From an optimization exercise on the open Yosys and OpenROAD flow, aimed at small area, a short achievable clock period and few clock cycles per item; shortcuts taken in it are not production practice. In this exercise RTL edits were held to simulation tests only and were not proved equivalent to the original. Power is estimated from default activity; no workload was simulated.

## old
## meas_stream
module meas_stream (
  input  wire        clk,
  input  wire        rst_n,
  input  wire        in_valid,
  output wire        in_ready,
  input  wire        in_cfg,
  input  wire [31:0] in_word,
  input  wire [3:0]  cfg_rank_win,
  input  wire [3:0]  cfg_rank,
  input  wire [2:0]  cfg_resp,
  input  wire [23:0] cfg_offset,
  input  wire [31:0] cfg_gain,
  output reg         out_valid,
  output reg  [31:0] out_value,
  output reg         out_sat,
  output reg         err_valid,
  output reg         err_fault
);
Size: ~15000 cells after synthesis, ~3100 flip-flops.
clock: 15.0 ns
lec_check: 0
cap_margin: 20
core_margin: 2
core_utilization: 40
slew_margin: 20
synth_memory_max_bits: 65536
standard.sh (not shown) runs the stock make flow with config.mk's settings and CLKGATE_MAP_FILE= SYNTH_SCRIPT=/design/flow/synth_recipe.tcl, a recipe that flattens the netlist after the stock synthesis.
==> flow/flow/run.sh <==
#!/bin/bash
# Standard ORFS layout (the standard.sh: standard synthesis, floorplan,
# placement, CTS, routing, finish), with the timing repair steps asked to
# aim for a setup slack well above the 15 ns constraint so that they work
# on the design's real critical paths. The clock period and the SDC are
# unchanged. Every tool's output goes to make_*.log in this folder.
set -euo pipefail
MARGIN=${MARGIN:-10.4}
bash standard.sh SETUP_SLACK_MARGIN=$MARGIN finish > make_finish.log 2>&1
Testbench counts of old, summed over its fixed seeds: cycles 29,088, items 28,800.
Input changes introduced in new (baseline for comparison: old):
==> flow/run.sh (new file) <==
#!/bin/bash
# synth_recipe.tcl (not shown) runs the flow's synth.tcl, then flattens the netlist and writes it again
# the make line also repeats each setting of config.mk as NAME=value (left out here)
make -C /OpenROAD-flow-scripts/flow DESIGN_CONFIG=/design/flow/config.mk WORK_HOME=/design/flow/orfs CLKGATE_MAP_FILE= SYNTH_SCRIPT=/design/flow/synth_recipe.tcl finish
removed: flow/flow/run.sh
removed: flow/standard.sh
[summary]
- On internal portion of total power, new and old are basically level.
- From old to new the numbers moved as follows: total via count in the routed design dropped 438; sum of internal, switching and leakage power about even; routed length on met3 went down 0.52%.
- Against old, switching power in new came out better.
- Delay of the slowest cell on the worst path: new < old


Another version of the RTL of meas_stream (not shown whole).
Size: roughly 15,000 cells after synthesis, about 3,000 flip-flops, roughly 140 I/O pins, roughly 170,000 um2 of cells after synthesis.
Settings: LEC_CHECK=0, CAP_MARGIN=20, CORE_MARGIN=2, CORE_UTILIZATION=40, CTS_CLUSTER_DIAMETER=70, CTS_CLUSTER_SIZE=22, PLACE_DENSITY=0.7, SLEW_MARGIN=20, SYNTH_MEMORY_MAX_BITS=65536; clock period 15.0 ns.
==> flow/flow/run.sh <==
#!/bin/bash
# Standard ORFS layout (the standard.sh: standard synthesis, floorplan,
# placement, CTS, routing, finish) with two repair settings changed:
#  - the timing repair steps aim for a setup slack well above the 15 ns
#    constraint, so that they work on the design's real critical paths
#    (the clock period and the SDC are unchanged);
#  - gate sizing may pick any drive strength, not only cells of the same
#    footprint.
# The tools' output goes to make_finish.log in this folder (ORFS also keeps
# its per-step logs under orfs/logs).
set -euo pipefail
MARGIN=${MARGIN:-10.75}
bash standard.sh SETUP_SLACK_MARGIN=$MARGIN MATCH_CELL_FOOTPRINT=0 finish > make_finish.log 2>&1
The baseline passed the timing, DRC and antenna checks.
Testbench counts at the start, summed over its fixed seeds: cycles 29,088, items 28,800.
==> next run, changes <==
CTS_CLUSTER_DIAMETER = 80   (was 70)
CTS_CLUSTER_SIZE = 24   (was 22)
PLACE_DENSITY = not set   (was 0.7)
Maximum frequency fell by 0.42%.
Non-clock buffer count falls by 17.
Setup slack is worse by 0.018 ns.
==> next run, changes <==
CTS_CLUSTER_DIAMETER = 70   (was 80)
CTS_CLUSTER_SIZE = 22   (was 24)
What happened: Worst setup slack degrades by 0.0090 ns. Clock-buffer cell count increases by 32. Final area grows by 0.44%. Area after synthesis does not change. Synthesized cell count is unchanged. Global-route usage barely changes. Wire length stays flat.


Another version of the RTL of meas_stream (not shown whole).
For scale: roughly 15000 cells after synthesis, ~140 I/O pins, roughly 170000 sq um of cells after synthesis.
Settings: LEC_CHECK=0, CAP_MARGIN=20, CORE_MARGIN=2, CORE_UTILIZATION=40, CTS_CLUSTER_DIAMETER=70, CTS_CLUSTER_SIZE=22, SLEW_MARGIN=20, SYNTH_MEMORY_MAX_BITS=65536; clock period 15.0 ns.
==> flow/flow/run.sh <==
#!/bin/bash
# Standard ORFS layout (the standard.sh: standard synthesis, floorplan,
# placement, CTS, routing, finish) with two repair settings changed:
#  - the timing repair steps aim for a setup slack well above the 15 ns
#    constraint, so that they work on the design's real critical paths
#    (the clock period and the SDC are unchanged);
#  - gate sizing may pick any drive strength, not only cells of the same
#    footprint.
# The tools' output goes to make_finish.log in this folder (ORFS also keeps
# its per-step logs under orfs/logs).
set -euo pipefail
MARGIN=${MARGIN:-11.0}
bash standard.sh SETUP_SLACK_MARGIN=$MARGIN MATCH_CELL_FOOTPRINT=0 finish > make_finish.log 2>&1
Testbench counts at the start, summed over its fixed seeds: cycles 29,088, items 28,800.
Next try:
--- a/flow/flow/run.sh
+++ b/flow/flow/run.sh
@@ -12 +12 @@
-MARGIN=${MARGIN:-11.0}
+MARGIN=${MARGIN:-10.75}
What happened:
- The new run produced a clean layout
- die area stays the same
- clock-buffer cell count does not change
- total power falls slightly
- first-iteration DRC count came out lower slightly
- sequential share of layout area goes up by 0.35 points
- critical path depth is unchanged
- global-route usage drops by 0.10 points
- hold slack is about the same


meas_stream, a different RTL version from the one above (not shown whole).
For scale: roughly 15000 cells after synthesis, about 3000 flip-flops, ~140 I/O pins.
export LEC_CHECK = 0
export CAP_MARGIN = 20
export CORE_MARGIN = 2
export CORE_UTILIZATION = 40
export CTS_CLUSTER_DIAMETER = 70
export CTS_CLUSTER_SIZE = 22
export SLEW_MARGIN = 20
export SYNTH_MEMORY_MAX_BITS = 65536
create_clock -name core_clock -period 15.0 [get_ports {clk}]
==> flow/flow/run.sh <==
#!/bin/bash
# Standard ORFS layout (the standard.sh: standard synthesis, floorplan,
# placement, CTS, routing, finish) with two repair settings changed:
#  - the timing repair steps aim for a setup slack well above the 15 ns
#    constraint, so that they work on the design's real critical paths
#    (the clock period and the SDC are unchanged);
#  - gate sizing may pick any drive strength, not only cells of the same
#    footprint.
# The tools' output goes to make_finish.log in this folder (ORFS also keeps
# its per-step logs under orfs/logs).
set -euo pipefail
MARGIN=${MARGIN:-10.5}
bash standard.sh SETUP_SLACK_MARGIN=$MARGIN MATCH_CELL_FOOTPRINT=0 finish > make_finish.log 2>&1
Testbench counts at the start, summed over its fixed seeds: cycles 29,088, items 28,800.
Next try:
Settings changed: CTS_CLUSTER_DIAMETER 70 to unset, CTS_CLUSTER_SIZE 22 to unset.
Effect: Clock power is higher by 39%. Non-clock buffer count is higher by 7. Cell count is higher by 1.2%. First-iteration DRC count is higher by 0.47%. Die area is unchanged.


## build 14
meas_stream, a different RTL version from the one above (not shown whole).
For scale: roughly 15000 cells after synthesis, ~140 I/O pins, roughly 0.18 mm2 of cells after synthesis.
==> flow/design.v (excerpt) <==
module meas_stream (
  input  wire        clk,
  input  wire        rst_n,
  input  wire        in_valid,
  output wire        in_ready,
  input  wire        in_cfg,
  input  wire [31:0] in_word,
  input  wire [3:0]  cfg_rank_win,
  input  wire [3:0]  cfg_rank,
  input  wire [2:0]  cfg_resp,
  input  wire [23:0] cfg_offset,
  input  wire [31:0] cfg_gain,
  output reg         out_valid,
  output reg  [31:0] out_value,
  output reg         out_sat,
  output reg         err_valid,
  output reg         err_fault
);
==> flow/config.mk <==
export PLATFORM = sky130hd
export DESIGN_NAME = meas_stream
export DESIGN_NICKNAME = meas_stream
export VERILOG_FILES = /design/flow/design.v
export SDC_FILE = /design/flow/constraint.sdc
export NUM_CORES = 4
export LEC_CHECK = 0
export CAP_MARGIN = 20
export CORE_MARGIN = 2
export CORE_UTILIZATION = 55
export CTS_CLUSTER_DIAMETER = 70
export CTS_CLUSTER_SIZE = 22
export PLACE_DENSITY = 0.68
export SLEW_MARGIN = 20
export SYNTH_MEMORY_MAX_BITS = 65536
==> flow/constraint.sdc <==
create_clock -name core_clock -period 15.0 [get_ports {clk}]
set_input_delay 3.0000 -clock core_clock [delete_from_list [all_inputs] [get_ports {clk}]]
set_output_delay 3.0000 -clock core_clock [all_outputs]
set_load 0.01 [all_outputs]
Scripts as last shown in full above: flow/flow/run.sh
Build 14 | stages: all done | timing, DRC, antenna: all pass
Testbench counts of build 14, summed over its fixed seeds: cycles 29,088, items 28,800.
Edits applied to the flow inputs when going from build 14 to build 64:
- CORE_UTILIZATION changed from 55 to 40
- PLACE_DENSITY removed (was 0.68)
diff --git a/flow/flow/run.sh b/flow/flow/run.sh
--- a/flow/flow/run.sh
+++ b/flow/flow/run.sh
@@ -10,4 +10,4 @@
 # its per-step logs under orfs/logs).
 set -euo pipefail
-MARGIN=${MARGIN:-10.5}
+MARGIN=${MARGIN:-10.75}
 bash standard.sh SETUP_SLACK_MARGIN=$MARGIN MATCH_CELL_FOOTPRINT=0 finish > make_finish.log 2>&1
--- outcome ---
Clock power share, build 14 and build 64, higher one = build 64. Lower clock buffer and inverter area fraction after layout goes to build 14 over build 64. In the reports for build 14 and build 64, the larger final period utilization belongs to build 14. The layout overhead on the synthesized area of build 64 is higher than that of build 14. First-iteration DRC count: build 14 and build 64 compared, higher one is build 14. Final wirelength, build 14 and build 64, lower one = build 14. Compared with build 14, build 64 shows die extent in y that has gone up by more than 10%. Of the two values seen for end point of the critical path, err_fault was produced by build 64 and fh5[160] by build 14. In build 64, cell count along the critical path is lower than in build 14.
Inputs modified between build 64 and build 39:
diff --git a/flow/flow/run.sh b/flow/flow/run.sh
--- a/flow/flow/run.sh
+++ b/flow/flow/run.sh
@@ -10,4 +10,4 @@
 # its per-step logs under orfs/logs).
 set -euo pipefail
-MARGIN=${MARGIN:-10.75}
+MARGIN=${MARGIN:-10.5}
 bash standard.sh SETUP_SLACK_MARGIN=$MARGIN MATCH_CELL_FOOTPRINT=0 finish > make_finish.log 2>&1
[summary]
For number of filler cells placed in the layout, build 64 and build 39 come out practically identical. Build 39 vs build 64 — slew at the pin closest to its max-slew limit rose 0.13 ns. Summary of build 39 over build 64: share of post-route cells with drive strength above 1 down 0.81 points; overall power of the completed layout flat. Status: global router's overall resource usage parity (build 64, build 39). Number of optimization iterations in the first detailed-route pass in build 39 is 1 above build 64. Taking build 64 as the reference, in build 39 gate count after technology mapping barely changed; switching power dropped about 0.33%; worst setup slack dropped 0.025 ns. Part of the cycle the worst path needs for build 39 is higher than for build 64.

[afterwards: timing with drivers on the ports]
Ports are ideal in the flow. The routed layouts listed here were re-timed in OpenROAD.
Step 1: set_driving_cell puts a clkbuf_16 on clk and a buf_2 on each other input, an assumption about the parent block.
Step 2 also shifts input and output timing later by t, the mid clock arrival at the registers, as if the neighbouring blocks saw the same clock.
Slacks: no drivers / after step 1 / after step 2; pairs: no drivers / after step 1.
run	t (ns)	setup WS [ns]	worst setup path at the end	clock arrival spread, ns	worst data-port slew with drivers (ns)
old	1.060	10.327 / 10.299 / 10.327	register to register	0.126 / 0.126	0.11
new	1.058	9.907 / 9.876 / 9.907	register to register	0.123 / 0.123	0.11
the first run of note 2	1.046	10.653 / 10.539 / 10.198	input to register	0.105 / 0.105	0.12
the second run of note 2	1.054	10.635 / 10.519 / 10.283	input to register	0.114 / 0.114	0.12
the third run of note 2	1.059	10.626 / 10.511 / 10.272	input to register	0.113 / 0.113	0.14
the first run of note 3	1.075	10.565 / 10.447 / 10.243	input to register	0.091 / 0.091	0.08
the second run of note 3	1.080	10.540 / 10.443 / 10.103	input to register	0.092 / 0.092	0.08
the first run of note 4	1.066	10.332 / 10.332 / 9.968	input to register	0.119 / 0.119	0.08
the second run of note 4	1.068	10.377 / 10.377 / 9.966	input to register	0.116 / 0.116	0.08
build 14	1.022	10.465 / 10.415 / 10.393	input to register	0.086 / 0.087	0.09
build 64	1.092	10.536 / 10.415 / 10.457	input to register	0.115 / 0.115	0.09
build 39	1.087	10.511 / 10.416 / 10.434	input to register	0.106 / 0.107	0.09
After both steps every run listed still meets setup and hold. For the first run of note 2, which loses most, drivers alone change the setup slack by -0.114 ns; drivers and shift together by -0.455 ns.
